This design comes from an exercise in tuning for a short achievable clock period and few clock cycles per item on the open sky130 flow, not from production work. Function was checked by simulation only, so behaviour that the tests miss may differ from the original.

File: design/flow/constraint.sdc
create_clock -name core_clock -period 20.0 [get_ports {clk}]
set_input_delay 4.0000 -clock core_clock [delete_from_list [all_inputs] [get_ports {clk}]]
set_output_delay 4.0000 -clock core_clock [all_outputs]
set_load 0.01 [all_outputs]
File: design/flow/run.sh
#!/bin/bash
# synth_recipe.tcl (not shown) runs the flow's synth.tcl, then flattens the netlist and writes it again
# the make line also repeats each setting of config.mk as NAME=value (left out here)
make -C /OpenROAD-flow-scripts/flow DESIGN_CONFIG=/design/flow/config.mk WORK_HOME=/design/flow/orfs CLKGATE_MAP_FILE= SYNTH_SCRIPT=/design/flow/synth_recipe.tcl finish
File: design/flow/design.v
module sha256_block #(
    parameter II = 4,
    parameter PW = 2,
    parameter TW = 16
) (
    input  wire          clk,
    input  wire          rst,
    input  wire          in_valid,   
    input  wire [255:0]  in_hin,     
    input  wire [511:0]  in_blk,     
    input  wire [TW-1:0] in_tag,
    output reg           out_valid,  
    output reg  [255:0]  out_h,
    output reg  [TW-1:0] out_tag
);
    localparam NS = 64 / II;
    localparam [31:0] K0 = 32'h428a2f98;
    localparam [2047:0] K_ALL = {
        32'h428a2f98, 32'h71374491, 32'hb5c0fbcf, 32'he9b5dba5,
        32'h3956c25b, 32'h59f111f1, 32'h923f82a4, 32'hab1c5ed5,
        32'hd807aa98, 32'h12835b01, 32'h243185be, 32'h550c7dc3,
        32'h72be5d74, 32'h80deb1fe, 32'h9bdc06a7, 32'hc19bf174,
        32'he49b69c1, 32'hefbe4786, 32'h0fc19dc6, 32'h240ca1cc,
        32'h2de92c6f, 32'h4a7484aa, 32'h5cb0a9dc, 32'h76f988da,
        32'h983e5152, 32'ha831c66d, 32'hb00327c8, 32'hbf597fc7,
        32'hc6e00bf3, 32'hd5a79147, 32'h06ca6351, 32'h14292967,
        32'h27b70a85, 32'h2e1b2138, 32'h4d2c6dfc, 32'h53380d13,
        32'h650a7354, 32'h766a0abb, 32'h81c2c92e, 32'h92722c85,
        32'ha2bfe8a1, 32'ha81a664b, 32'hc24b8b70, 32'hc76c51a3,
        32'hd192e819, 32'hd6990624, 32'hf40e3585, 32'h106aa070,
        32'h19a4c116, 32'h1e376c08, 32'h2748774c, 32'h34b0bcb5,
        32'h391c0cb3, 32'h4ed8aa4a, 32'h5b9cca4f, 32'h682e6ff3,
        32'h748f82ee, 32'h78a5636f, 32'h84c87814, 32'h8cc70208,
        32'h90befffa, 32'ha4506ceb, 32'hbef9a3f7, 32'hc67178f2};
    function [31:0] kc(input integer t);
        kc = (t < 64) ? K_ALL[2047 - 32*t -: 32] : 32'd0;
    endfunction
    function [31:0] rotr(input [31:0] x, input integer n);
        rotr = (x >> n) | (x << (32 - n));
    endfunction
    function [63:0] csa(input [31:0] x, input [31:0] y, input [31:0] z);
        csa = {x ^ y ^ z, ((x & y) | (x & z) | (y & z)) << 1};
    endfunction
    wire [NS-1:0]      nx_v;
    wire [NS*224-1:0]  nx_st;
    wire [NS*32-1:0]   nx_hkw;
    wire [NS*512-1:0]  nx_w;
    wire [NS*256-1:0]  nx_hin;
    wire [NS*TW-1:0]   nx_tag;
    genvar j;
    generate
        for (j = 0; j < NS; j = j + 1) begin : st
            reg  [PW-1:0] ph;
            reg           tk;        
            always @(posedge clk) begin
                if (rst) begin
                    ph <= {PW{1'b0}};
                    tk <= 1'b0;
                end else begin
                    ph <= tk ? {PW{1'b0}} : ph + 1'b1;
                    tk <= (ph == II - 2);
                end
            end
            reg          v_q;
            reg  [223:0] st_q;      
            reg  [31:0]  hkw_q;
            reg  [511:0] w_q;
            reg  [255:0] hin_q;
            reg  [TW-1:0] tag_q;
            wire [31:0] a = st_q[223:192];
            wire [31:0] b = st_q[191:160];
            wire [31:0] c = st_q[159:128];
            wire [31:0] d = st_q[127:96];
            wire [31:0] e = st_q[95:64];
            wire [31:0] f = st_q[63:32];
            wire [31:0] g = st_q[31:0];
            wire [511:0] w = w_q;
            wire [31:0] hkw = hkw_q;
            wire [31:0] bs1 = rotr(e, 6) ^ rotr(e, 11) ^ rotr(e, 25);
            wire [31:0] ch  = (e & f) ^ (~e & g);
            wire [31:0] bs0 = rotr(a, 2) ^ rotr(a, 13) ^ rotr(a, 22);
            wire [31:0] mj  = (a & b) ^ (a & c) ^ (b & c);
            wire [63:0] p1 = csa(hkw, bs1, ch);
            wire [63:0] pe = csa(p1[63:32], p1[31:0], d);
            wire [63:0] p2 = csa(p1[63:32], p1[31:0], bs0);
            wire [63:0] pa = csa(p2[63:32], p2[31:0], mj);
            wire [31:0] e_n = pe[63:32] + pe[31:0];
            wire [31:0] a_n = pa[63:32] + pa[31:0];
            wire [31:0] w0  = w[511:480];
            wire [31:0] w1  = w[479:448];
            wire [31:0] w9  = w[223:192];
            wire [31:0] w14 = w[63:32];
            wire [31:0] s0w = rotr(w1, 7) ^ rotr(w1, 18) ^ (w1 >> 3);
            wire [31:0] s1w = rotr(w14, 17) ^ rotr(w14, 19) ^ (w14 >> 10);
            wire [63:0] q1  = csa(s1w, w9, s0w);
            wire [63:0] q2  = csa(q1[63:32], q1[31:0], w0);
            wire [31:0] wn  = q2[63:32] + q2[31:0];
            reg [31:0] kn;
            integer p;
            always @(*) begin
                kn = kc(j*II + 1);
                for (p = 0; p < II; p = p + 1)
                    if (ph == p) kn = kc(j*II + p + 1);
            end
            wire [63:0] q3 = csa(g, kn, w1);
            wire [31:0] hkw_n = q3[63:32] + q3[31:0];
            wire [223:0] st_n = {a_n, a, b, c, e_n, e, f};
            wire [511:0] w_n  = {w[479:0], wn};
            assign nx_v[j]                = v_q;
            assign nx_st[j*224 +: 224]    = st_n;
            assign nx_hkw[j*32 +: 32]     = hkw_n;
            assign nx_w[j*512 +: 512]     = w_n;
            assign nx_hin[j*256 +: 256]   = hin_q;
            assign nx_tag[j*TW +: TW]     = tag_q;
            if (j == 0) begin : first
                wire [31:0] hkw0 = in_hin[31:0] + K0 + in_blk[511:480];
                always @(posedge clk) begin
                    if (rst)
                        v_q <= 1'b0;
                    else if (tk)
                        v_q <= in_valid;
                    if (tk) begin
                        st_q  <= in_hin[255:32];
                        hkw_q <= hkw0;
                        w_q   <= in_blk;
                        hin_q <= in_hin;
                        tag_q <= in_tag;
                    end else begin
                        st_q  <= st_n;
                        hkw_q <= hkw_n;
                        w_q   <= w_n;
                    end
                end
            end else begin : next
                always @(posedge clk) begin
                    if (rst)
                        v_q <= 1'b0;
                    else if (tk)
                        v_q <= nx_v[j-1];
                    if (tk) begin
                        st_q  <= nx_st[(j-1)*224 +: 224];
                        hkw_q <= nx_hkw[(j-1)*32 +: 32];
                        w_q   <= nx_w[(j-1)*512 +: 512];
                        hin_q <= nx_hin[(j-1)*256 +: 256];
                        tag_q <= nx_tag[(j-1)*TW +: TW];
                    end else begin
                        st_q  <= st_n;
                        hkw_q <= hkw_n;
                        w_q   <= w_n;
                    end
                end
            end
            if (j == NS - 1) begin : last
                reg  [31:0] hkwa_q, dh_q;
                wire [63:0] q4 = csa(q3[63:32], q3[31:0], hin_q[255:224]);
                always @(posedge clk) begin
                    hkwa_q <= q4[63:32] + q4[31:0];
                    dh_q   <= c + hin_q[127:96];
                end
                wire [255:0] hi = hin_q;
                wire [63:0] f1  = csa(hkwa_q, bs1, ch);
                wire [63:0] f2  = csa(f1[63:32], f1[31:0], bs0);
                wire [63:0] pa2 = csa(f2[63:32], f2[31:0], mj);
                wire [63:0] pe2 = csa(p1[63:32], p1[31:0], dh_q);
                wire [255:0] h_ff = {pa2[63:32] + pa2[31:0],
                                     a + hi[223:192], b + hi[191:160], c + hi[159:128],
                                     pe2[63:32] + pe2[31:0],
                                     e + hi[95:64], f + hi[63:32], g + hi[31:0]};
                always @(posedge clk) begin
                    if (rst)
                        out_valid <= 1'b0;
                    else if (tk)
                        out_valid <= v_q;
                    if (tk) begin
                        out_h   <= h_ff;
                        out_tag <= tag_q;
                    end
                end
            end
        end
    endgenerate
endmodule
module cap_merkle (
    input  wire         clk,
    input  wire         rst,
    input  wire         rec_valid,
    output wire         rec_ready,
    input  wire [255:0] rec_data,     
    input  wire         rec_last,     
    output reg          root_valid,
    output reg  [255:0] root,         
    output reg  [7:0]   root_count    
);
    localparam II   = 8;              
    localparam PW   = 3;              
    localparam NCTX = 2;              
    localparam CW   = 1;              
    localparam TW   = 8 + 3 + CW + 1 + 1 + 2 + 8;
    localparam [255:0] SHA256_IV = {
        32'h6a09e667, 32'hbb67ae85, 32'h3c6ef372, 32'ha54ff53a,
        32'h510e527f, 32'h9b05688c, 32'h1f83d9ab, 32'h5be0cd19};
    localparam [31:0] K0 = 32'h428a2f98;
    localparam [1:0] T_LEAF = 2'd0, T_N1 = 2'd1, T_N2 = 2'd2;
    function [255:0] bswap256(input [255:0] x);
        integer i;
        for (i = 0; i < 32; i = i + 1)
            bswap256[8*i +: 8] = x[8*(31-i) +: 8];
    endfunction
    function [2:0] nextbit(input [7:0] n, input [2:0] l);
        integer i;
        begin
            nextbit = 3'd0;
            for (i = 7; i >= 0; i = i - 1)
                if (n[i] && i > l) nextbit = i;
        end
    endfunction
    function anyabove(input [7:0] n, input [2:0] l);
        anyabove = (n >> l) > 8'd1;
    endfunction
    function [2:0] lowest(input [7:0] m);
        integer i;
        begin
            lowest = 3'd0;
            for (i = 7; i >= 0; i = i - 1)
                if (m[i]) lowest = i;
        end
    endfunction
    reg  [PW-1:0] ph;
    always @(posedge clk)
        if (rst) ph <= {PW{1'b0}};
        else     ph <= (ph == II - 1) ? {PW{1'b0}} : ph + 1'b1;
    wire ph0 = (ph == 0);
    wire ph1 = (ph == 1);
    wire ph2 = (ph == 2);
    reg          ib_rdy;
    reg  [1:0]   ib_cnt;
    reg          ib_wp, ib_rp;
    reg  [255:0] ib_d0, ib_d1;        
    reg          ib_l0, ib_l1;
    wire         ib_take = rec_valid & ib_rdy;
    wire         ib_pop;
    wire [255:0] ib_head = ib_rp ? ib_d1 : ib_d0;
    wire         ib_hl   = ib_rp ? ib_l1 : ib_l0;
    assign rec_ready = ib_rdy;
    always @(posedge clk) begin
        if (ib_rdy && !ib_wp) begin
            ib_d0 <= bswap256(rec_data);
            ib_l0 <= rec_last;
        end
        if (ib_rdy && ib_wp) begin
            ib_d1 <= bswap256(rec_data);
            ib_l1 <= rec_last;
        end
        if (rst) begin
            ib_cnt <= 2'd0;
            ib_wp  <= 1'b0;
            ib_rp  <= 1'b0;
            ib_rdy <= 1'b1;
        end else begin
            ib_cnt <= ib_cnt + {1'b0, ib_take} - {1'b0, ib_pop};
            ib_rdy <= (ib_cnt + {1'b0, ib_take} - {1'b0, ib_pop}) != 2'd2;
            if (ib_take) ib_wp <= ~ib_wp;
            if (ib_pop)  ib_rp <= ~ib_rp;
        end
    end
    wire [NCTX-1:0]       c_busy, c_closed, c_parked, c_done;
    wire [NCTX*8-1:0]     c_count;
    wire [NCTX*8-1:0]     c_pv;          
    wire [NCTX*8*256-1:0] c_pend;        
    wire [NCTX*8*8-1:0]   c_pend_end;    
    wire [NCTX*3-1:0]     c_flvl;        
    wire [NCTX*256-1:0]   c_cur;         
    reg  [CW-1:0]         in_ctx, out_ptr;
    wire          r_valid;
    wire [255:0]  r_h;
    wire [TW-1:0] r_tag;
    wire [7:0]    r_rbyte = r_tag[7:0];
    wire [2:0]    r_lvl   = r_tag[10:8];
    wire [CW-1:0] r_ctx   = r_tag[11 +: CW];
    wire          r_last  = r_tag[11+CW];
    wire          r_fold  = r_tag[12+CW];
    wire [1:0]    r_type  = r_tag[13+CW +: 2];
    wire [7:0]    r_end   = r_tag[15+CW +: 8];
    reg           j_valid;
    reg  [255:0]  j_hin;
    reg  [511:0]  j_blk;
    reg  [TW-1:0] j_tag;
    sha256_block #(.II(II), .PW(PW), .TW(TW)) u_sha (
        .clk       (clk),
        .rst       (rst),
        .in_valid  (j_valid),
        .in_hin    (j_hin),
        .in_blk    (j_blk),
        .in_tag    (j_tag),
        .out_valid (r_valid),
        .out_h     (r_h),
        .out_tag   (r_tag)
    );
    reg  [7:0] a_n, a_pv, a_pend;
    reg        a_more;
    reg  [2:0] a_plvl;
    wire [7:0] r_n0    = c_count[r_ctx*8 +: 8];
    wire [2:0] r_plvl0 = nextbit(r_n0, r_lvl);
    always @(posedge clk)
        if (ph0) begin
            a_n    <= r_n0;
            a_pv   <= c_pv[r_ctx*8 +: 8];
            a_more <= anyabove(r_n0, r_lvl);
            a_plvl <= r_plvl0;
            a_pend <= c_pend_end[(r_ctx*8 + r_plvl0)*8 +: 8];
        end
    wire [7:0] r_n     = a_n;
    wire [7:0] r_pv    = a_pv;
    wire       r_isn1  = r_valid && (r_type == T_N1);
    wire       r_node  = r_valid && (r_type != T_N1);    
    wire       r_foldn = r_fold || (r_last && !r_pv[r_lvl]);
    wire       r_more  = a_more;
    wire [2:0] r_plvl  = a_plvl;
    wire [7:0] r_pend  = a_pend;
    wire       r_ready = r_pv[r_plvl] && ({1'b0, r_pend} + (9'd1 << r_plvl) > {1'b0, r_n});
    wire       r_pair  = r_node && !r_foldn && r_pv[r_lvl];
    wire       r_fpair = r_node && r_foldn && r_more && r_ready;
    wire       r_job   = r_isn1 || r_pair || r_fpair;
    reg  [NCTX-1:0] fready;
    integer k;
    always @(*)
        for (k = 0; k < NCTX; k = k + 1)
            fready[k] = c_parked[k] && c_pv[k*8 + c_flvl[k*3 +: 3]]
                     && ({1'b0, c_pend_end[(k*8 + c_flvl[k*3 +: 3])*8 +: 8]}
                         + (9'd1 << c_flvl[k*3 +: 3]) > {1'b0, c_count[k*8 +: 8]});
    reg  [CW-1:0] f_ctx;
    always @(*) begin
        f_ctx = {CW{1'b0}};
        for (k = NCTX - 1; k >= 0; k = k - 1)
            if (fready[k]) f_ctx = k;
    end
    wire f_go     = !r_job && (fready != {NCTX{1'b0}});
    wire in_avail = !c_busy[in_ctx] || !c_closed[in_ctx];
    wire l_go     = !r_job && !f_go && (ib_cnt != 2'd0) && in_avail;
    reg           d_isn1, d_pair, d_fpair, d_root, d_store, d_park, d_fgo, d_lgo;
    reg  [2:0]    d_nlvl;        
    reg  [CW-1:0] d_fctx;
    wire          d_job = d_isn1 || d_pair || d_fpair;
    always @(posedge clk) begin
        if (rst) begin
            d_isn1  <= 1'b0;
            d_pair  <= 1'b0;
            d_fpair <= 1'b0;
            d_root  <= 1'b0;
            d_store <= 1'b0;
            d_park  <= 1'b0;
            d_fgo   <= 1'b0;
            d_lgo   <= 1'b0;
        end else if (ph1) begin
            d_isn1  <= r_isn1;
            d_pair  <= r_pair;
            d_fpair <= r_fpair;
            d_root  <= r_node && r_foldn && !r_more;
            d_store <= r_node && !r_foldn && !r_pv[r_lvl];
            d_park  <= r_node && r_foldn && r_more && !r_ready;
            d_fgo   <= f_go;
            d_lgo   <= l_go;
        end
        if (ph1) begin
            d_nlvl <= r_foldn ? r_plvl : r_lvl;
            d_fctx <= f_ctx;
        end
    end
    wire       l_first = !c_busy[in_ctx];
    wire [7:0] l_cnt   = l_first ? 8'd0 : c_count[in_ctx*8 +: 8];
    wire       l_last  = ib_hl || (l_cnt == 8'd254);
    wire       l_go1   = ph2 && d_lgo;
    assign ib_pop = l_go1;
    wire [CW-1:0] n_ctx = d_job ? r_ctx : d_fctx;
    wire [2:0]    n_lvl = d_job ? d_nlvl : c_flvl[d_fctx*3 +: 3];
    wire [255:0]  n_l   = c_pend[{n_ctx, n_lvl}*256 +: 256];
    wire [255:0]  n_r   = d_job ? r_h : c_cur[d_fctx*256 +: 256];
    wire          n_take = d_pair || d_fpair || d_fgo;
    always @(posedge clk) begin
        if (rst)
            j_valid <= 1'b0;
        else if (ph2)
            j_valid <= d_job || d_fgo || d_lgo;
        if (ph2) begin
            j_hin <= SHA256_IV;
            j_blk <= {8'h01, n_l, n_r[255:8]};
            j_tag <= {r_end, T_N1, d_fpair || d_fgo, r_last && d_job, n_ctx,
                      (d_fpair || d_fgo) ? n_lvl : r_lvl + 3'd1, n_r[7:0]};
            if (d_isn1) begin
                j_hin <= r_h;
                j_blk <= {r_rbyte, 8'h80, 432'd0, 64'd520};
                j_tag <= {r_end, T_N2, r_tag[TW-11:0]};
            end else if (!n_take) begin
                j_blk <= {8'h00, ib_head, 8'h80, 176'd0, 64'd264};
                j_tag <= {l_cnt + 8'd1, T_LEAF, 1'b0, l_last, in_ctx, 3'd0, 8'd0};
            end
        end
    end
    wire o_go = c_done[out_ptr];
    genvar gc, gl;
    generate
        for (gc = 0; gc < NCTX; gc = gc + 1) begin : ctx
            for (gl = 0; gl < 8; gl = gl + 1) begin : lvl
                reg [255:0] pend_q;
                reg [7:0]   end_q;
                always @(posedge clk)
                    if (ph2 && d_store && r_ctx == gc && r_lvl == gl) begin
                        pend_q <= r_h;
                        end_q  <= r_end;
                    end
                assign c_pend[(gc*8 + gl)*256 +: 256] = pend_q;
                assign c_pend_end[(gc*8 + gl)*8 +: 8] = end_q;
            end
            reg         cur_we;
            reg [255:0] cur_q;
            always @(posedge clk)
                cur_we <= ph1 && r_node && r_foldn && (!r_more || !r_ready) && r_ctx == gc;
            always @(posedge clk)
                if (cur_we)
                    cur_q <= r_h;
            assign c_cur[gc*256 +: 256] = cur_q;
            reg       busy_q, closed_q, parked_q, done_q;
            reg [7:0] count_q, pv_q;
            reg [2:0] flvl_q;
            assign c_busy[gc]           = busy_q;
            assign c_closed[gc]         = closed_q;
            assign c_parked[gc]         = parked_q;
            assign c_done[gc]           = done_q;
            assign c_count[gc*8 +: 8]   = count_q;
            assign c_pv[gc*8 +: 8]      = pv_q;
            assign c_flvl[gc*3 +: 3]    = flvl_q;
            always @(posedge clk) begin
                if (rst) begin
                    busy_q   <= 1'b0;
                    closed_q <= 1'b0;
                    parked_q <= 1'b0;
                    done_q   <= 1'b0;
                    pv_q     <= 8'd0;
                end else begin
                    if (ph2) begin
                        if (n_take && n_ctx == gc)
                            pv_q[n_lvl] <= 1'b0;
                        if (d_store && r_ctx == gc)
                            pv_q[r_lvl] <= 1'b1;
                        if (d_park && r_ctx == gc) begin
                            parked_q <= 1'b1;
                            flvl_q   <= d_nlvl;
                        end
                        if (d_fgo && d_fctx == gc)
                            parked_q <= 1'b0;
                        if (d_root && r_ctx == gc)
                            done_q <= 1'b1;
                        if (d_lgo && in_ctx == gc) begin
                            busy_q <= 1'b1;
                            if (l_last)
                                closed_q <= 1'b1;
                        end
                    end
                    if (o_go && out_ptr == gc) begin
                        done_q   <= 1'b0;
                        busy_q   <= 1'b0;
                        closed_q <= 1'b0;
                    end
                end
                if (l_go1 && in_ctx == gc)
                    count_q <= l_cnt + 8'd1;
            end
        end
    endgenerate
    always @(posedge clk) begin
        if (rst) begin
            in_ctx     <= {CW{1'b0}};
            out_ptr    <= {CW{1'b0}};
            root_valid <= 1'b0;
        end else begin
            if (l_go1 && l_last)
                in_ctx <= (in_ctx == NCTX - 1) ? {CW{1'b0}} : in_ctx + 1'b1;
            root_valid <= o_go;
            if (o_go)
                out_ptr <= (out_ptr == NCTX - 1) ? {CW{1'b0}} : out_ptr + 1'b1;
        end
        if (o_go) begin
            root       <= bswap256(c_cur[out_ptr*256 +: 256]);
            root_count <= c_count[out_ptr*8 +: 8];
        end
    end
endmodule
File: design/flow/config.mk
export PLATFORM = sky130hd
export DESIGN_NAME = cap_merkle
export DESIGN_NICKNAME = cap_merkle
export VERILOG_FILES = /design/flow/design.v
export SDC_FILE = /design/flow/constraint.sdc
export NUM_CORES = 4
export LEC_CHECK = 0
export CAP_MARGIN = 50
export CELL_PAD_IN_SITES_DETAIL_PLACEMENT = 1
export CELL_PAD_IN_SITES_GLOBAL_PLACEMENT = 1
export CORE_MARGIN = 2
export CORE_UTILIZATION = 30
export GPL_TIMING_DRIVEN = 0
export PLACE_DENSITY = 0.45
export SLEW_MARGIN = 50
==> metrics.md, run 1 <==
| Metric | Value |
|---|---|
| Outcome | finished clean |
| First-pass GRT wire length | around 4,800,000 um |
| Initial Util | a little under a third |
| Core ar. | 2.17 mm2 |
| CTS tree | yes |
| Setup WS post-layout | approximately 12 ns |
| Placed insts | ~77,000 |
| Largest net degree at the start of global routing | 58 |
| Clock buffer depth | 6 |
| Crit-path max cell delay | about 0.7 ns |
| Min-delay src | u_sha.st[1].hin_q[214] |
| Post-CTS sizing | 0 |
| Post-DP HPWL | about 3,300,000 um |
| Hold Path Class | register to register |
| Die H | roughly 1500 um |
| Kind of critical path | register to register |
| Worst-margin pin slew | 0.974 ns |
| Fraction of registers with async set or reset after synthesis | 0% |
| Sequential fraction of the synthesis area | between 60 and 70% |
| DRC | 0 |
| Drt first pass iters | 6 |
| Antenna violations before repair | around 1,400 |
| Hold Buf Count CTS | 0 |
| Critical path launch point | u_sha.st[1].st_q[65] |
| Final ANT Viol Nets | 0 |
| Layout cells sized above 1 | ~27% |
| CTS root buf | clkbuf_16 |
| Wirelength per Cell | 47.8 um |
| Synth Warn # | 2 |
| Cell Rows | approximately 540 |
| CP Buf/Inv Count | 1 |
| GRT Residual Overflow | 0 |
| I/O pin count | between 500 and 600 |
| Crit-path most repeated cell | fa_1 |
| Vias | approximately 430k |
| Endpoints failing setup | 0 |
| Vias per cell | approximately 5.3 |
| Placer Congestion | 1.05 |
| DRT iter0 DRCs | about 58,000 |
| Clock latency (worst-skew pair) | between 1.5 and 2 ns |
| CTS clock-pin slew for the worst setup and hold paths | approximately 0.07 ns |
| DP Worst Slack | roughly 13 ns |
| Placed Area | between 0.7 and 0.8 mm2 |
| GRT Overall Usage | 34.5% |
| Drt total wl | between 3,000,000 and 4,000,000 um |
| CP top delay family | compound AO/OA/AOI/OAI gates |
| Post-synth EDFFs | just under 9,000 |
| H-tree depth | 7 |
| Reg2reg start | u_sha.st[1].st_q[65] |
| Reg-to-reg slack, setup | around 12 ns |
| Synth unique cells | 88 |
| Worst slew margin | between 30% and 40% |
| Cell Area, Synth | 0.653 mm2 |
| Crit path max fanout | 7 |
| Synthesized Nets | between 40,000 and 50,000 |
| Max_cap viols | 0 |
| Max Clock Skew | about 0.13 ns |
| Critical Path Start Type | register |
| Period utilization | 38.1% |
| P&R area growth vs syn | 21.9% |
| CTS buffer count | between 1,500 and 2,000 |
| RSZ-0062 raised after global routing | false |
| Fin. Hold Viols | 0 |
| Synth Register Bits | 15,175 |
| CP max-delay cell | fa_1 |
| Horiz. Die Dim | between 1000 and 1500 um |
| Endpoint class of the critical path | register |
| Mean Syn Cell Area | 14.4 um2 |
| Die area | between 2 and 2.5 mm2 |
| Final #Nets | between 50,000 and 60,000 |
| Syn Inst Count | ~45,000 |
| Fill cell count | 221,632 |
| IO Port Bufs | 525 |
| Post-CTS Setup Bufs | 0 |
| Worst EP arrival | between 9 and 10 ns |
| Slew Viols, Final | 0 |
| Maximum clock rate | 131 MHz |
| Fin crit period | between 7 and 8 ns |
| Clock Sinks | approximately 15,000 |
| CP Data Required Time | about 21 ns |
| Vias in the first global route | between 400k and 500k |
| Design area | approximately 0.8 mm2 |
| Most used DFF post-synth | edfxtp_1 |
| Cells along the critical path | clkbuf_2 > o21ai_0 > fa_1 > fa_1 > fa_1 > ha_1 > fa_1 > a211oi_1 > nor2_1 > o22a_1 > a311oi_1 > o31a_1 > o21ai_0 > a31o_2 > a21oi_1 > o21bai_1 > xnor2_2 > a211o_1 |
| Post-Layout Cell Count | between 80,000 and 90,000 |
==> cells by family after synthesis <==
family / synth area share, %
multiplexers: 15.0
AND/OR/NAND/NOR: 3.57
flip-flops: 60.2
XOR/XNOR: 4.36
buffers and inverters: 3.00
AO/OA/AOI/OAI: 4.92
adder cells (fa/ha/maj): 9.03
==> routing by layer <==
metal  GRT usage, %  wire length, um
met1           47.0          1650000
met2           51.2          1670000
met3           5.59           270000
met4           21.3           287000
met5              0              834
==> sequential cells by signal, summed over array words and instances, names as in the netlist, 24 cells and up <==
register / cells
ctx.lvl.pend_q: 4096
u_sha.st.w_q: 4096
u_sha.st.hin_q: 2048
u_sha.st.st_q: 1792
ctx.cur_q: 512
j_blk: 512
ib_d0: 256
ib_d1: 256
j_hin: 256
root: 256
u_sha.out_h: 256
u_sha.st.hkw_q: 256
u_sha.st.tag_q: 192
ctx.lvl.end_q: 128
u_sha.st.last.dh_q: 32
u_sha.st.last.hkwa_q: 32
j_tag: 24
u_sha.out_tag: 24
u_sha.st.ph: 24
==> layout by cell type (no fill, tap or decap), drive strengths merged, types with 331 or more instances in the layout <==
cell	instances
xor2	780
xnor2	2472
nand2b	331
nand2	2041
mux2i	1146
a21o	667
buf	2347
o21ai	1287
nor2	1642
clkdlybuf4s50	524
mux4	1072
a211oi	356
dfxtp	6295
edfxtp	8880
a21oi	1429
inv	2973
ha	1490
clkbuf	4290
clkinv	667
mux2	5504
fa	1898
diode	1133
==> synth_stat cells (all sizes together), types with 1146 or more instances <==
master	instances	area, um2
a21oi	1429	7150
clkbuf	1969	7390
dfxtp	6295	126000
edfxtp	8880	267000
fa	1898	38000
ha	1490	18600
inv	2925	11000
mux2	5504	62000
mux2i	1146	11500
nand2	2041	7660
nor2	1642	6160
o21ai	1287	6440
xnor2	2472	21700
==> per-stage QoR <==
| stage | utilization (%) | TNS, ns | hold WS [ns] |
|---|---|---|---|
| finish | 36.6 | 0 | 0.334 |
| global route | 36.6 | 0 | 0.353 |
| CTS | 36.4 | 0 | 0.320 |
| detailed placement | 33.8 | 0 | 0.405 |
| global placement | 31.9 | - | 0.400 |
| floorplan | - | -321.47 | 0.400 |
==> path summary, 6_finish.rpt <==
kind,endpoint,depth (start not counted)
setup / recovery,u_sha.st[2].st_q[223],18
hold / removal,u_sha.st[2].hin_q[214],0
setup reg to reg,u_sha.st[2].st_q[223],18
hold reg to reg,u_sha.st[2].hin_q[214],0
==> final cells by class <==
class	count	area (um2)	area share, %
tap	28832	36100	4.53
clock inverter	909	9930	1.25
sequential	15175	394000	49.5
clock buffer	2310	47700	6.00
buffer	2220	10400	1.31
antenna	1133	2840	0.356
inverter	2935	11000	1.39
multi-input combinational	25001	247000	31.0
timing repair buffer	2633	37300	4.69
Testbench counts, summed over its fixed seeds: cycles 96,489, records 3,732.
==> inputs of run 2 (changes only) <==
==> design/flow/config.mk (replaced) <==
export PLATFORM = sky130hd
export DESIGN_NAME = cap_merkle
export DESIGN_NICKNAME = cap_merkle
export VERILOG_FILES = /design/flow/design.v
export SDC_FILE = /design/flow/constraint.sdc
export NUM_CORES = 4
export LEC_CHECK = 0
export CAP_MARGIN = 50
export CELL_PAD_IN_SITES_DETAIL_PLACEMENT = 2
export CELL_PAD_IN_SITES_GLOBAL_PLACEMENT = 2
export CORE_MARGIN = 2
export CORE_UTILIZATION = 25
export GPL_TIMING_DRIVEN = 0
export PLACE_DENSITY = 0.5
export SLEW_MARGIN = 50
==> run 2 against run 1 <==
Still clean on timing, DRC and antenna. Design area up 1.5%. Die area up 20%. Synthesized cell count unchanged. Critical path depth unchanged. Register-to-register slack worse by 0.19 ns. Sequential cell count unchanged. First-iteration DRC count down 3.9%. Synthesized area unchanged. Utilization down 5.6 points. Highest routed layer unchanged.
==> metrics.md, run 2 <==
| Metric | Value |
|---|---|
| Worst EP arrival | 9.20 ns (+0.10 ns) |
| Placer Congestion | 0.998 (-4.5%) |
| CP Buf/Inv Count | 2 (+1) |
| Initial Util | 25.1% (-5.0 points) |
| First-pass GRT wire length | 5,090,000 um (+5.6%) |
| Top-area cell type share of the netlist area | 40.9% (unchanged) |
| Final ANT Viol Nets | 0 (unchanged) |
| Kind of critical path | register to register |
| I/O pin count | 526 (unchanged) |
| CP top delay family | compound AO/OA/AOI/OAI gates |
| Fraction of registers with async set or reset after synthesis | 0% (unchanged) |
| Endpoints failing setup | 0 (unchanged) |
| Vias per cell | 5.00 (-6.1%) |
| Clock latency (worst-skew pair) | 1.72 ns (+0.07 ns) |
| Hold Buf Count CTS | 0 (unchanged) |
| Outcome | finished clean |
| CTS tree | yes |
| Post-synth EDFFs | 8,880 (unchanged) |
| Synthesized Nets | 48,979 (unchanged) |
| Core ar. | 2.61 mm2 (+20%) |
| Syn Inst Count | 45,331 (unchanged) |
| P&R area growth vs syn | 23.8% |
| Horiz. Die Dim | 1620 um (+9.5%) |
| Post-Layout Cell Count | 87,363 (+7.7%) |
| Most frequent cells in the layout | edfxtp_1 (8,880), dfxtp_1 (5,773), mux2_2 (5,504) |
| Most frequent cell after synthesis | edfxtp_1 |
| GR Util met3 | 4.48% (-1.1 points) |
| Drt total wl | 4,110,000 um (+5.9%) |
| Post-CTS Setup Bufs | 0 (unchanged) |
| Most used DFF post-synth | edfxtp_1 |
| CTS root buf | clkbuf_16 |
| CTS buffer count | 1,757 (+1.0%) |
| Drt first pass iters | 6 (unchanged) |
| Yosys top cell by area | edfxtp_1 |
| Crit-path max cell delay | 0.82 ns (+0.10 ns) |
| Die area | 2.62 mm2 (+20%) |
| Max Clock Skew | 0.245 ns (+0.115 ns) |
| Sequential fraction of the synthesis area | 60.2% (unchanged) |
| Antenna violations before repair | 1,561 (+12%) |
| Slew Viols, Final | 0 (unchanged) |
| CP Data Required Time | 21.39 ns (-0.08 ns) |
| CTS clock-pin slew for the worst setup and hold paths | 0.07 ns (about the same) |
| Fin. Hold Viols | 0 (unchanged) |
| GRT Residual Overflow | 0 (unchanged) |
| Cell Area, Synth | 0.653 mm2 (unchanged) |
| Worst-margin pin slew | 0.957 ns (-0.0174 ns) |
| Wirelength per Cell | 47.0 um (-1.7%) |
| Period utilization | 39.0% (+0.92 points) |
| Maximum clock rate | 128 MHz (-2.4%) |
| Hold_ws | 0.361 ns (+0.0277 ns) |
| Synth unique cells | 88 (unchanged) |
| H-tree depth | 7 (unchanged) |
| Post-DP HPWL | 3,480,000 um (+6.1%) |
| Max_cap viols | 0 (unchanged) |
| Clock Sinks | 15,175 (unchanged) |
| Busiest layer in global routing | met2 |
| Clock buffer depth | 6 (unchanged) |
| Hold Path Class | register to register |
| Sum of negative setup slack | 0 ns (unchanged) |
| Utilization after layout | 31.0% (-5.6 points) |
| GR Layer Usage met2 | 45.8% (-5.5 points) |
| RSZ-0062 raised after global routing | false |
| Crit path max fanout | 6 (-1) |
| Worst slew margin | 36.2% (+1.2 points) |
| Post-CTS sizing | 0 (unchanged) |
| Cell Rows | 593 (+9.4%) |
| Most common cell after layout, fill and taps aside | edfxtp_1 |
| Synth Warn # | 2 (unchanged) |
| List of most frequent post-synthesis cells | edfxtp_1 (8,880), dfxtp_1 (6,295), mux2_2 (5,504) |
| Leading post-synthesis cells by cell area | edfxtp_1 (41%), dfxtp_1 (19%), mux2_2 (9.5%), fa_1 (5.8%), mux4_2 (3.7%) |
| Critical Path Start Type | register |
| Cells along the critical path | clkbuf_1 > xor2_1 > xnor2_2 > fa_1 > inv_1 > fa_1 > ha_1 > nand2_1 > nor3_1 > and3_1 > a221oi_1 > o21ai_1 > a2111oi_1 > or2_2 > o211ai_1 > a31oi_1 > xor2_2 > mux2i_1 |
| CP max-delay cell | dfxtp_2 |
| DRC | 0 (unchanged) |
| Vias in the first global route | 438,864 (+4.0%) |
| Largest net degree at the start of global routing | 58 (unchanged) |
| Crit-path most repeated cell | fa_1 |
| GRT Overall Usage | 30.3% (-4.2 points) |
| Mean Syn Cell Area | 14.4 um2 (unchanged) |
| Synth Register Bits | 15,175 (unchanged) |
| Endpoint class of the critical path | register |
| Placed insts | 82,924 (+8.0%) |
| DRT iter0 DRCs | 56,058 (-3.9%) |
| Biggest regs | ctx.lvl.pend_q: 4096 flops, u_sha.st.w_q: 4096 flops, u_sha.st.hin_q: 2048 flops |
| Fin crit period | 7.81 ns (+0.185 ns) |
| Vias | 436,549 (+1.1%) |
| Die H | 1620 um (+9.5%) |
| GR met1 Demand/Resource | 41.1% (-5.9 points) |
| IO Port Bufs | 525 (unchanged) |
| Layout cells sized above 1 | 27.9% (+0.48 points) |
| Final #Nets | 53,544 (+0.36%) |
==> run 2: worst reg2reg max path: stages, from the launching register on <==
cell and delay (ns):
dfxtp_2 0.82, clkbuf_1 0.62, xor2_1 0.23, xnor2_2 0.51
fa_1 0.53, inv_1 0.43, fa_1 0.52, ha_1 0.39
nand2_1 0.13, nor3_1 0.09, and3_1 0.17, a221oi_1 0.64
o21ai_1 0.42, a2111oi_1 0.61, or2_2 0.24, o211ai_1 0.12
a31oi_1 0.29, xor2_2 0.63, mux2i_1 0.25
==> run 2: cells by family (layout without fill, tap and decap cells) <==
kind of cell / Yosys count / after routing / synth area share, %
adder cells (fa/ha/maj): 3617 / 3617 / 9.03
AO/OA/AOI/OAI: 5176 / 5176 / 4.92
other: 0 / 1166 / 0
multiplexers: 7722 / 7722 / 15.0
flip-flops: 15175 / 15175 / 60.2
XOR/XNOR: 3252 / 3252 / 4.36
buffers and inverters: 5155 / 11214 / 3.00
AND/OR/NAND/NOR: 5234 / 5234 / 3.57
==> run 2: through the flow <==
stage               setup slack, ns  area (um2)
floorplan                    -0.563      653000
global placement             -29.88      701000
detailed placement            12.19      746000
CTS                           12.14      804000
global route                  12.24      807000
finish                        12.19      808000
==> run 2: layout make-up <==
class | instances | area, um2
flip-flops and latches | 15175 | 394000
plain buffers | 2220 | 10500
inverters | 2935 | 11000
repair buffers | 2806 | 40800
clock inverters | 907 | 9770
well taps | 34807 | 43600
fillers | 268577 | 1800000
multi-input cells | 25001 | 247000
diodes | 1166 | 2920
clock buffers | 2346 | 48600
==> run 2: metal layers <==
layer / routed length [um] / part of all wire, %
met1: 1760000 / 43
met2: 1780000 / 43
met3: 264000 / 6.4
met4: 303000 / 7.4
met5: 1000 / 0.024
==> run 2: worst paths after layout <==
check                               from                endpoint  slack (ns)  depth (start not counted)
setup / recovery    u_sha.st[7].st_q[81]    u_sha.st[7].st_q[94]       12.19                         18
hold / removal    u_sha.st[5].hin_q[153]  u_sha.st[6].hin_q[153]        0.36                          0
setup reg to reg    u_sha.st[7].st_q[81]    u_sha.st[7].st_q[94]       12.19                         18
hold reg to reg   u_sha.st[5].hin_q[153]  u_sha.st[6].hin_q[153]        0.36                          0

## afterwards: timing with drivers on the ports
Ports are ideal in the flow. The routed layouts listed here were re-timed in OpenROAD.
Step 1 (the two cells are an assumption about what drives the block):
set clk [get_ports {clk}]
set_driving_cell -lib_cell sky130_fd_sc_hd__clkbuf_16 $clk
set_driving_cell -lib_cell sky130_fd_sc_hd__buf_2 [delete_from_list [all_inputs] $clk]
Step 2 also shifts input and output timing later by t, the mid clock arrival at the registers, as if the neighbouring blocks saw the same clock.
a / b / c = ideal ports / drivers / drivers and shift; a / b = the first two.
| run | shift t [ns] | setup slack, ns | worst setup path at the end | worst data-port slew with drivers (ns) | pins driven straight from the clock port |
|---|---|---|---|---|---|
| run 1 | 1.808 | 12.378 / 12.378 / 12.378 | register to register | 0.30 | 1 |
| run 2 | 1.841 | 12.193 / 12.193 / 12.193 | register to register | 0.31 | 1 |
After both steps setup and hold are still met in every run listed.
